This design comes from an exercise in tuning for small area, a short achievable clock period and few clock cycles per item on the open sky130 flow, not from production work. Where RTL was checked, it was by simulation tests only, not by an equivalence proof against the original. No activity file was given, so power comes from the tool's default toggle rates.

==> inputs of delta <==
==> flow/design.v (excerpt) <==
module tdc_le_conv (
  input  wire        clk,
  input  wire        rst,           
  input  wire        cmd_valid,
  output wire        cmd_ready,
  input  wire [1:0]  cmd_op,        
  input  wire        cmd_interp,    
  input  wire [11:0] cmd_a,         
  input  wire [12:0] cmd_b,         
  output reg         res_valid,
  output reg         res_pair,      
  output reg         res_ok,        
  output reg         res_void,      
  output reg         res_interp,
  output reg  [11:0] res_coarse,
  output reg  [8:0]  res_fine,
  output reg  [1:0]  res_frame      
);
  integer jb, jr, ja, ka, kw, kd;
  reg         ready_r;
  reg         f_v;
  reg  [1:0]  f_op;
  reg         f_i;
  reg  [11:0] f_a;
  reg  [12:0] f_b;
  reg  [5:0]  rot;                  
  reg  [3:0]  rot_w;                
  reg  [4:0]  fill;                 
  wire        hold_hit_n = (fill > 5'd1);
  wire [3:0]  rot_w_n    = rot_w + 4'd1;
  wire        ci_f  = !(f_op == 2'd0 && hold_hit_n) &&
                      !(f_op == 2'd2 && f_a[5:0] != 6'd0 && f_a[3:0] != rot_w_n);
  wire        ci_in = !(cmd_op == 2'd0 && hold_hit_n) &&
                      !(cmd_op == 2'd2 && cmd_a[5:0] != 6'd0 && cmd_a[3:0] != rot_w_n);
  wire f_hit  = (f_op == 2'd0);
  wire f_pair = (f_op == 2'd1);
  wire f_wr   = (f_op == 2'd2) && (f_a[5:0] != 6'd0);
  wire can_issue = !(f_hit && (fill != 5'd0)) && !(f_wr && (f_a[3:0] != rot_w));
  wire iss    = f_v && can_issue;
  wire f_load = !f_v || can_issue;       
  assign cmd_ready = ready_r;
  reg  [1:0]  st_have;
  reg  [23:0] st_c1;
  reg  [17:0] st_q;               
  reg  [21:0] st_h;               
  reg  [29:0] st_rcp;
  reg         p1_hit, p1_pair, p1_wr, p1_ok;
  reg         p1_i;
  reg  [11:0] p1_a;
  reg  [12:0] p1_b;                 
  wire [12:0] pd0  = {1'b0, f_b[11:0]} - {1'b0, f_a};             
  wire        acc0 = !pd0[12] && (pd0[11:0] >= 12'd768) && (pd0[11:0] <= 12'd1280);
  reg         fwd;                  
  wire [11:0] c1_0 = fwd ? p1_a : f_i ? st_c1[23:12] : st_c1[11:0];
  ...
Settings: LEC_CHECK=0, CAP_MARGIN=20, CORE_MARGIN=2, CORE_UTILIZATION=40, SLEW_MARGIN=20; clock period 12.0 ns.
standard.sh (not shown) runs the stock make flow with config.mk's settings and CLKGATE_MAP_FILE= SYNTH_SCRIPT=/design/flow/synth_recipe.tcl, a recipe that flattens the netlist after the stock synthesis.
==> flow/flow/run.sh <==
#!/bin/bash
set -euo pipefail
SETUP_MARGIN=${SETUP_MARGIN:-8.4}
bash standard.sh SETUP_SLACK_MARGIN=$SETUP_MARGIN \
  "BUFFER_PORTS_ARGS=-buffer_cell sky130_fd_sc_hd__buf_2" finish > run_make.log 2>&1
==> inputs of sierra, as changes to delta <==
--- a/flow/design.v
+++ b/flow/design.v
@@ -1144,21 +1144,21 @@
   reg  [37:0] p3_sa, p3_sb;         
   reg  [12:0] p3_e;                 
   reg  [5:0]  p3_s;                 
   wire [37:0] v3;
   wire [38:0] v3c;
-  tdc_ks_add #(38) u_v3 (.a(p3_sa), .b(p3_sb), .ci(1'b0), .s(v3), .c(v3c));
+  tdc_pfx_add #(38) u_v3 (.a(p3_sa), .b(p3_sb), .ci(1'b0), .s(v3), .c(v3c));
   wire [13:0] co3   = v3[37:24];
   wire [5:0]  up3   = v3[23:18];
   wire [5:0]  nr3   = ~rot;
   wire [5:0]  xs3   = p3_sa[23:18] ^ p3_sb[23:18] ^ nr3;
   wire [5:0]  xc3   = {(p3_sa[22:18] & p3_sb[22:18]) | (p3_sa[22:18] & nr3[4:0]) |
                        (p3_sb[22:18] & nr3[4:0]), 1'b0};
   wire [5:0]  idx3, idx3p;
   wire [6:0]  idx3c, idx3pc;
-  tdc_ks_add #(6) u_i3  (.a(xs3), .b(xc3), .ci(v3c[18]), .s(idx3), .c(idx3c));
-  tdc_ks_add #(6) u_i3p (.a(xs3), .b(xc3 | {5'd0, v3c[18]}), .ci(1'b1), .s(idx3p), .c(idx3pc));
+  tdc_pfx_add #(6) u_i3  (.a(xs3), .b(xc3), .ci(v3c[18]), .s(idx3), .c(idx3c));
+  tdc_pfx_add #(6) u_i3p (.a(xs3), .b(xc3 | {5'd0, v3c[18]}), .ci(1'b1), .s(idx3p), .c(idx3pc));
   wire [5:0]  widx3 = p3_s + ~rot;
   reg         p4_hit, p4_pair, p4_wr, p4_ok, p4_void;
   reg         p4_i;
   reg  [13:0] p4_coarse;
   reg  [3:0]  p4_o;
@@ -1223,11 +1223,11 @@
   reg  [11:0] p6_coarse;
   reg  [1:0]  p6_frame;
   reg  [15:0] p6_ws, p6_wc;
   wire [15:0] w6;
   wire [16:0] w6c;
-  tdc_ks_add #(16) u_w6 (.a(p6_ws), .b(p6_wc), .ci(1'b0), .s(w6), .c(w6c));
+  tdc_pfx_add #(16) u_w6 (.a(p6_ws), .b(p6_wc), .ci(1'b0), .s(w6), .c(w6c));
   wire        cv6 = p6_hit && !p6_void;
   reg [64*13-1:0] nr0, nr1;
   reg [5:0]       fs;
   always @* begin
     nr0 = {ring0[12:0], ring0[64*13-1:13]};
@@ -1306,12 +1306,12 @@
     res_fine   <= cv6 ? w6[15:7] : 9'd0;
     res_frame  <= cv6 ? p6_frame : 2'b00;
     if (rst) begin
       ready_r <= 1'b1;
       f_v     <= 1'b0;
-      rot     <= 6'd0;
-      rot_w   <= 4'd4;
+      rot     <= 6'd60;               
+      rot_w   <= 4'd0;                
       fill    <= 5'd16;
       st_have <= 2'b00;
       p1_hit <= 1'b0; p1_pair <= 1'b0; p1_wr <= 1'b0; p1_ok <= 1'b0;
       fwd    <= 1'b0;
       p2_hit <= 1'b0; p2_pair <= 1'b0; p2_wr <= 1'b0;
@@ -1336,11 +1336,11 @@
       p5_hit <= p4_hit; p5_pair <= p4_pair;
       p6_hit <= p5_hit; p6_pair <= p5_pair;
     end
   end
 endmodule
-module tdc_ks_add #(parameter N = 8) (
+module tdc_pfx_add #(parameter N = 8) (
   input  wire [N-1:0] a,
   input  wire [N-1:0] b,
   input  wire         ci,
   output wire [N-1:0] s,
   output wire [N:0]   c
- CTS_CLUSTER_DIAMETER: not set -> 100
- CTS_CLUSTER_SIZE: not set -> 30
==> comparison <==
sierra went through all stages and came out clean. delta passed the timing, DRC and antenna checks. Wire length: sierra is lower than delta (about 3%). Between sierra and delta, the lower first-iteration DRC count is in delta (gap about 7%, measured against delta). In delta the cell count is higher than in sierra, by 3.4%. In delta the sequential power is smaller than in sierra, by 5.5%. In delta the sequential share of layout area is lower than in sierra, by 3.3 points. Final area: sierra is lower than delta (about 6%). In flip-flop and latch count, sierra and delta do not differ. Critical path depth is the same in delta and sierra. Against sierra, the utilization of delta is higher by 2.6 points. Clock-buffer cell count: delta is higher than sierra (197).
==> figures <==
Timing endpoint of the critical path: delta res_fine[5]; sierra cmd_ready
Comb power: delta 4.71 mW; sierra 5.25 mW
Sequential cell fraction of total power: delta 44.7%; sierra 52.6%
Fraction of area in clock buffers and inverters: delta 8.46%; sierra 2.94%
Clock group total power: delta 6.65 mW; sierra 3.51 mW
Setup fix buffers added after clock tree synthesis: delta 4; sierra 2
Met1 global-route usage: delta 32.1%; sierra 31.3%
Worst hold-check slack: delta 295 ps; sierra 313 ps
Logic pwr share: delta 22.9%; sierra 28.4%
Number of non-clock buffers: delta 157; sierra 154
Filler-free cell count of the finished design: delta 8712; sierra 8425
R2R Path Start: delta p1_d[0]; sierra p1_d[2]
Via count: delta 51100; sierra 49800
# placed instances: delta 8320; sierra 8302
Gpl congestion: delta 0.957; sierra 0.929
Result of the run: delta complete, no violations; sierra complete, no violations
PD cells: delta 248 nW/µm²; sierra 237 nW/µm²
Arrival time reported for the critical path endpoint: delta 1290 ps; sierra 1210 ps
Destination of the worst hold path: delta ring1[661]; sierra p5_o[1]
Clock network latency to the later pin of the worst-skew pair: delta 850 ps; sierra 780 ps
Post-route cell area: delta 82900 µm²; sierra 78200 µm²
Post-layout min period: delta 3690 ps; sierra 3610 ps
Testbench counts of sierra, summed over its fixed seeds: cycles 12,276, items 12,062.
Function not checked in delta: the RTL went through the layout flow alone.

* * *

==> build 51: inputs <==
Another version of the RTL of tdc_le_conv (not shown whole).
clock: 12.0 ns
lec_check: 0
cap_margin: 20
core_margin: 2
core_utilization: 40
slew_margin: 20
==> flow/flow/run.sh <==
#!/bin/bash
# The standard layout (the standard.sh: standard synthesis, floorplan,
# placement, CTS, routing, finish) with one change: repair_timing is asked
# for a setup margin of SETUP_MARGIN ns at the design's clock period, so it
# works on every path longer than the period less that margin. The clock,
# the constraints and every other setting stay the standard ones.
set -euo pipefail
SETUP_MARGIN=${SETUP_MARGIN:-8}
bash standard.sh SETUP_SLACK_MARGIN=$SETUP_MARGIN finish > run_make.log 2>&1
==> build 75 (differences from build 51) <==
--- a/flow/design.v
+++ b/flow/design.v
@@ -11,17 +11,17 @@
   output reg         res_pair,      
   output reg         res_ok,        
   output reg         res_void,      
   output reg         res_interp,
   output reg  [11:0] res_coarse,
   output reg  [8:0]  res_fine,
   output reg  [1:0]  res_frame      
 );
-  integer jb, jr, ja, ka, kw, kd;
+  integer j, k;
   reg         ready_r;
   reg         f_v;
   reg  [1:0]  f_op;
   reg         f_i;
   reg  [11:0] f_a;
   reg  [12:0] f_b;
   reg  [5:0]  rot;                  
   reg  [3:0]  rot_w;                
@@ -1089,40 +1089,40 @@
   wire [8:0]  q_r1  = p1_i ? st_q[17:9] : st_q[8:0];
   wire [10:0] h_r1  = p1_i ? st_h[21:11] : st_h[10:0];
   wire        void1 = !(p1_i ? st_have[1] : st_have[0]) ||
                       ($signed(m1) > $signed({4'd0, q_r1})) ||
                       ($signed(m1) < -$signed({2'd0, h_r1}));
   reg  [17:0] bd1;
   reg  [2:0]  bt;
   always @* begin
-    for (jb = 0; jb < 6; jb = jb + 1) begin
-      bt = {m1[2*jb+1], m1[2*jb], (jb == 0) ? 1'b0 : m1[2*jb-1]};
-      bd1[3*jb+2] = bt[2];
-      bd1[3*jb+1] = (bt == 3'b011) || (bt == 3'b100);
-      bd1[3*jb]   = (bt[1] ^ bt[0]);
+    for (j = 0; j < 6; j = j + 1) begin
+      bt = {m1[2*j+1], m1[2*j], (j == 0) ? 1'b0 : m1[2*j-1]};
+      bd1[3*j+2] = bt[2];
+      bd1[3*j+1] = (bt == 3'b011) || (bt == 3'b100);
+      bd1[3*j]   = (bt[1] ^ bt[0]);
     end
   end
   reg         p2_hit, p2_pair, p2_wr, p2_ok;
   reg         p2_i;
   reg  [17:0] p2_bd;                
   reg  [13:0] p2_x;                 
   reg         p2_void;
   reg  [14:0] p2_rcp;
   wire [14:0] rcp2 = p2_rcp;
   reg  [37:0] row [0:6];
   reg  [37:0] misc;
   reg  [16:0] mag, pp;
   always @* begin
     misc = {p2_x, 24'hAB0000};
-    for (jr = 0; jr < 6; jr = jr + 1) begin
-      mag = ({17{p2_bd[3*jr]}} & {2'b00, rcp2}) | ({17{p2_bd[3*jr+1]}} & {1'b0, rcp2, 1'b0});
-      pp  = {17{p2_bd[3*jr+2]}} ^ mag;
-      row[jr] = {21'd0, ~pp[16], pp[15:0]} << (2 * jr);
-      misc[2*jr] = p2_bd[3*jr+2];
+    for (j = 0; j < 6; j = j + 1) begin
+      mag = ({17{p2_bd[3*j]}} & {2'b00, rcp2}) | ({17{p2_bd[3*j+1]}} & {1'b0, rcp2, 1'b0});
+      pp  = {17{p2_bd[3*j+2]}} ^ mag;
+      row[j] = {21'd0, ~pp[16], pp[15:0]} << (2 * j);
+      misc[2*j] = p2_bd[3*j+2];
     end
     row[6] = misc;
   end
   wire [37:0] l1s0 = row[0] ^ row[1] ^ row[2];
   wire [37:0] l1c0 = {(row[0][36:0] & row[1][36:0]) | (row[0][36:0] & row[2][36:0]) | (row[1][36:0] & row[2][36:0]), 1'b0};
   wire [37:0] l1s1 = row[3] ^ row[4] ^ row[5];
   wire [37:0] l1c1 = {(row[3][36:0] & row[4][36:0]) | (row[3][36:0] & row[5][36:0]) | (row[4][36:0] & row[5][36:0]), 1'b0};
   wire [37:0] l2s0 = l1s0 ^ l1c0 ^ l1s1;
@@ -1152,48 +1152,34 @@
   tdc_ks_add #(6) u_i3  (.a(xs3), .b(xc3), .ci(v3c[18]), .s(idx3), .c(idx3c));
   tdc_ks_add #(6) u_i3p (.a(xs3), .b(xc3 | {5'd0, v3c[18]}), .ci(1'b1), .s(idx3p), .c(idx3pc));
   wire [5:0]  widx3 = p3_s + ~rot;
   reg         p4_hit, p4_pair, p4_wr, p4_ok, p4_void;
   reg         p4_i;
   reg  [13:0] p4_coarse;
   reg  [3:0]  p4_o;
   reg         p4_s63;
-  reg  [15:0] p4_elo, p4_olo;
-  reg  [3:0]  p4_ehi, p4_ohi;
+  reg  [4:0]  p4_ei, p4_oi;
   reg         p4_par;
   reg  [1:0]  p4_wj;
   reg  [12:0] p4_e;
   reg  [64*13-1:0] ring0, ring1;
   wire [12:0] evb [0:63];
   wire [12:0] odb [0:63];
   genvar g;
   generate
     for (g = 0; g < 32; g = g + 1) begin : banks
       assign evb[g]      = ring0[26*g +: 13];
       assign evb[g + 32] = ring1[26*g +: 13];
       assign odb[g]      = ring0[26*g + 13 +: 13];
       assign odb[g + 32] = ring1[26*g + 13 +: 13];
     end
   endgenerate
-  reg  [12:0] ev4, od4, eg, og;
-  always @* begin
-    ev4 = 13'd0;
-    od4 = 13'd0;
-    for (ka = 0; ka < 4; ka = ka + 1) begin
-      eg = 13'd0;
-      og = 13'd0;
-      for (ja = 0; ja < 16; ja = ja + 1) begin
-        eg = eg | ({13{p4_elo[ja]}} & evb[(ja / 8) * 32 + ka * 8 + (ja % 8)]);
-        og = og | ({13{p4_olo[ja]}} & odb[(ja / 8) * 32 + ka * 8 + (ja % 8)]);
-      end
-      ev4 = ev4 | ({13{p4_ehi[ka]}} & eg);
-      od4 = od4 | ({13{p4_ohi[ka]}} & og);
-    end
-  end
+  wire [12:0] ev4  = evb[{p4_i, p4_ei}];
+  wire [12:0] od4  = odb[{p4_i, p4_oi}];
   wire [12:0] e0_4 = p4_par ? od4 : ev4;
   wire [12:0] e1_4 = (p4_par ? ev4 : od4) | {p4_s63, 12'd0};    
   wire        neg4 = p4_coarse[13];
   wire        big4 = !p4_coarse[13] && (p4_coarse[12:0] >= 13'd4000);
   wire [11:0] co4  = big4 ? p4_coarse[11:0] - 12'd4000 :
                      neg4 ? p4_coarse[11:0] + 12'd4000 : p4_coarse[11:0];
   reg         p5_hit, p5_pair, p5_ok, p5_void;
   reg         p5_i;
@@ -1221,22 +1207,22 @@
   wire [16:0] w6c;
   tdc_ks_add #(16) u_w6 (.a(p6_ws), .b(p6_wc), .ci(1'b0), .s(w6), .c(w6c));
   wire        cv6 = p6_hit && !p6_void;
   reg [64*13-1:0] nr0, nr1;
   reg [5:0]       fs;
   always @* begin
     nr0 = {ring0[12:0], ring0[64*13-1:13]};
     nr1 = {ring1[12:0], ring1[64*13-1:13]};
-    for (kw = 0; kw < 4; kw = kw + 1) begin
-      fs = rot + 6'd16 * kw[5:0];
-      if (p4_wr && !p4_i && p4_wj == kw)      nr0[((16*kw+63)%64)*13 +: 13] = p4_e;
-      else if (fill != 5'd0)                 nr0[((16*kw+63)%64)*13 +: 13] = {1'b0, fs, 6'd0};
-      if (p4_wr && p4_i && p4_wj == kw)       nr1[((16*kw+63)%64)*13 +: 13] = p4_e;
-      else if (fill != 5'd0)                 nr1[((16*kw+63)%64)*13 +: 13] = {1'b0, fs, 6'd0};
+    for (k = 0; k < 4; k = k + 1) begin
+      fs = rot + 6'd16 * k[5:0];
+      if (p4_wr && !p4_i && p4_wj == k)      nr0[((16*k+63)%64)*13 +: 13] = p4_e;
+      else if (fill != 5'd0)                 nr0[((16*k+63)%64)*13 +: 13] = {1'b0, fs, 6'd0};
+      if (p4_wr && p4_i && p4_wj == k)       nr1[((16*k+63)%64)*13 +: 13] = p4_e;
+      else if (fill != 5'd0)                 nr1[((16*k+63)%64)*13 +: 13] = {1'b0, fs, 6'd0};
     end
   end
   always @(posedge clk) begin
     ring0 <= nr0;
     ring1 <= nr1;
     if (f_load) begin
       f_op <= cmd_op;
       f_i  <= cmd_interp;
@@ -1266,24 +1252,18 @@
     p2_void <= void1;
     p3_i <= p2_i; p3_ok <= p2_ok; p3_void <= p2_void;
     p3_sa <= l4s; p3_sb <= l4c;
     p3_e <= p2_bd[12:0]; p3_s <= p2_x[5:0];
     p4_i <= p3_i; p4_ok <= p3_ok; p4_void <= p3_void;
     p4_coarse <= co3;
     p4_o   <= v3[17:14];
     p4_s63 <= (up3 == 6'd63);
-    for (kd = 0; kd < 16; kd = kd + 1) begin
-      p4_elo[kd] <= ({p3_i, idx3p[3:1]} == kd);
-      p4_olo[kd] <= ({p3_i, idx3[3:1]} == kd);
-    end
-    for (kd = 0; kd < 4; kd = kd + 1) begin
-      p4_ehi[kd] <= (idx3p[5:4] == kd);
-      p4_ohi[kd] <= (idx3[5:4] == kd);
-    end
+    p4_ei  <= idx3p[5:1];
+    p4_oi  <= idx3[5:1];
     p4_par <= idx3[0];
     p4_wj  <= widx3[5:4];
     p4_e   <= p3_e;
     p5_i <= p4_i; p5_ok <= p4_ok; p5_void <= p4_void;
     p5_coarse <= co4;
     p5_frame  <= big4 ? 2'b01 : neg4 ? 2'b11 : 2'b00;
     p5_o <= p4_o;
     p5_e0 <= e0_4; p5_e1 <= e1_4;
- CTS_BUF_LIST: unset -> sky130_fd_sc_hd__clkbuf_8
==> run notes <==
Met2 WL: build 75 129000 um; build 51 108000 um
Critical Path Source: build 75 p4_i; build 51 p1_b[0]
Net switching power of the design: build 75 6.60 mW; build 51 6.54 mW
Actual transition at the worst max-transition pin: build 75 1.43 ns; build 51 1.20 ns
Core area: build 75 179000 um^2; build 51 181000 um^2
First-iteration detailed-routing DRC count: build 75 10800; build 51 5347
Critical Path Slowest Stage Cell: build 75 sky130_fd_sc_hd__nor2_2; build 51 sky130_fd_sc_hd__ha_2
Grt met1 use: build 75 41.9%; build 51 32.2%
Number of vias in the routed layout: build 75 58900; build 51 50700
Run status: build 75 timing/DRC/antenna clean; build 51 timing/DRC/antenna clean
Post-synthesis instance area: build 75 72200 um^2; build 51 72700 um^2
Arrival time reported for the critical path endpoint: build 75 5.20 ns; build 51 4.39 ns
Layout clock buffer count: build 75 438; build 51 293
Combined flip-flop and latch cell area: build 75 44200 um^2; build 51 45000 um^2
First-pass iteration count of the detailed router: build 75 10; build 51 6
Stage delay of the slowest cell on the critical path: build 75 1.16 ns; build 51 0.52 ns
Routed met1 length: build 75 119000 um; build 51 97100 um
Syn Inst Count: build 75 6374; build 51 6185
Reported combinational group power: build 75 4.35 mW; build 51 4.58 mW
Final Routed Wirelength: build 75 323000 um; build 51 238000 um
Routed WL per cell: build 75 35.0 um; build 51 27.5 um
Synth unique cells: build 75 91; build 51 88
Achievable Freq: build 75 234 MHz; build 51 257 MHz
Final instance area: build 75 83300 um^2; build 51 82400 um^2
Testbench counts of build 51, summed over its fixed seeds: cycles 12,372, items 12,062.
Testbench counts of build 75, summed over its fixed seeds: cycles 12,372, items 12,062.

[re-timing with driven ports]
Ports are ideal in the flow. The routed layouts listed here were re-timed in OpenROAD. Step 1 (the two cells are an assumption about what drives the block):
set clk [get_ports {clk}]
set_driving_cell -lib_cell sky130_fd_sc_hd__clkbuf_16 $clk
set_driving_cell -lib_cell sky130_fd_sc_hd__buf_2 [delete_from_list [all_inputs] $clk]
Step 2 moves the port delays by t, midway between the first and last clock arrival at a register: inputs arrive t later, outputs are due t later. That takes back most of the time a late clock gives input paths. Three values: ideal, step 1, step 2; two values: the first two.
run	t (ns)	setup slack, ns	hold slack, ns	worst setup path after step 2	worst data-port slew with drivers (ns)
delta	0.906	8.311 / 8.225 / 8.150	0.295 / 0.295 / 0.295	input to register	0.03
sierra	0.832	8.387 / 8.304 / 7.887	0.313 / 0.313 / 0.313	input to register	0.05
build 51	0.906	8.111 / 8.043 / 7.952	0.306 / 0.306 / 0.306	input to register	0.05
build 75	1.155	7.729 / 7.729 / 7.729	0.221 / 0.221 / 0.221	register to register	0.10
After both steps setup and hold are still met in every run listed. The setup slack of sierra, which loses most, moves by -0.083 ns with the drivers and by -0.500 ns with both steps.
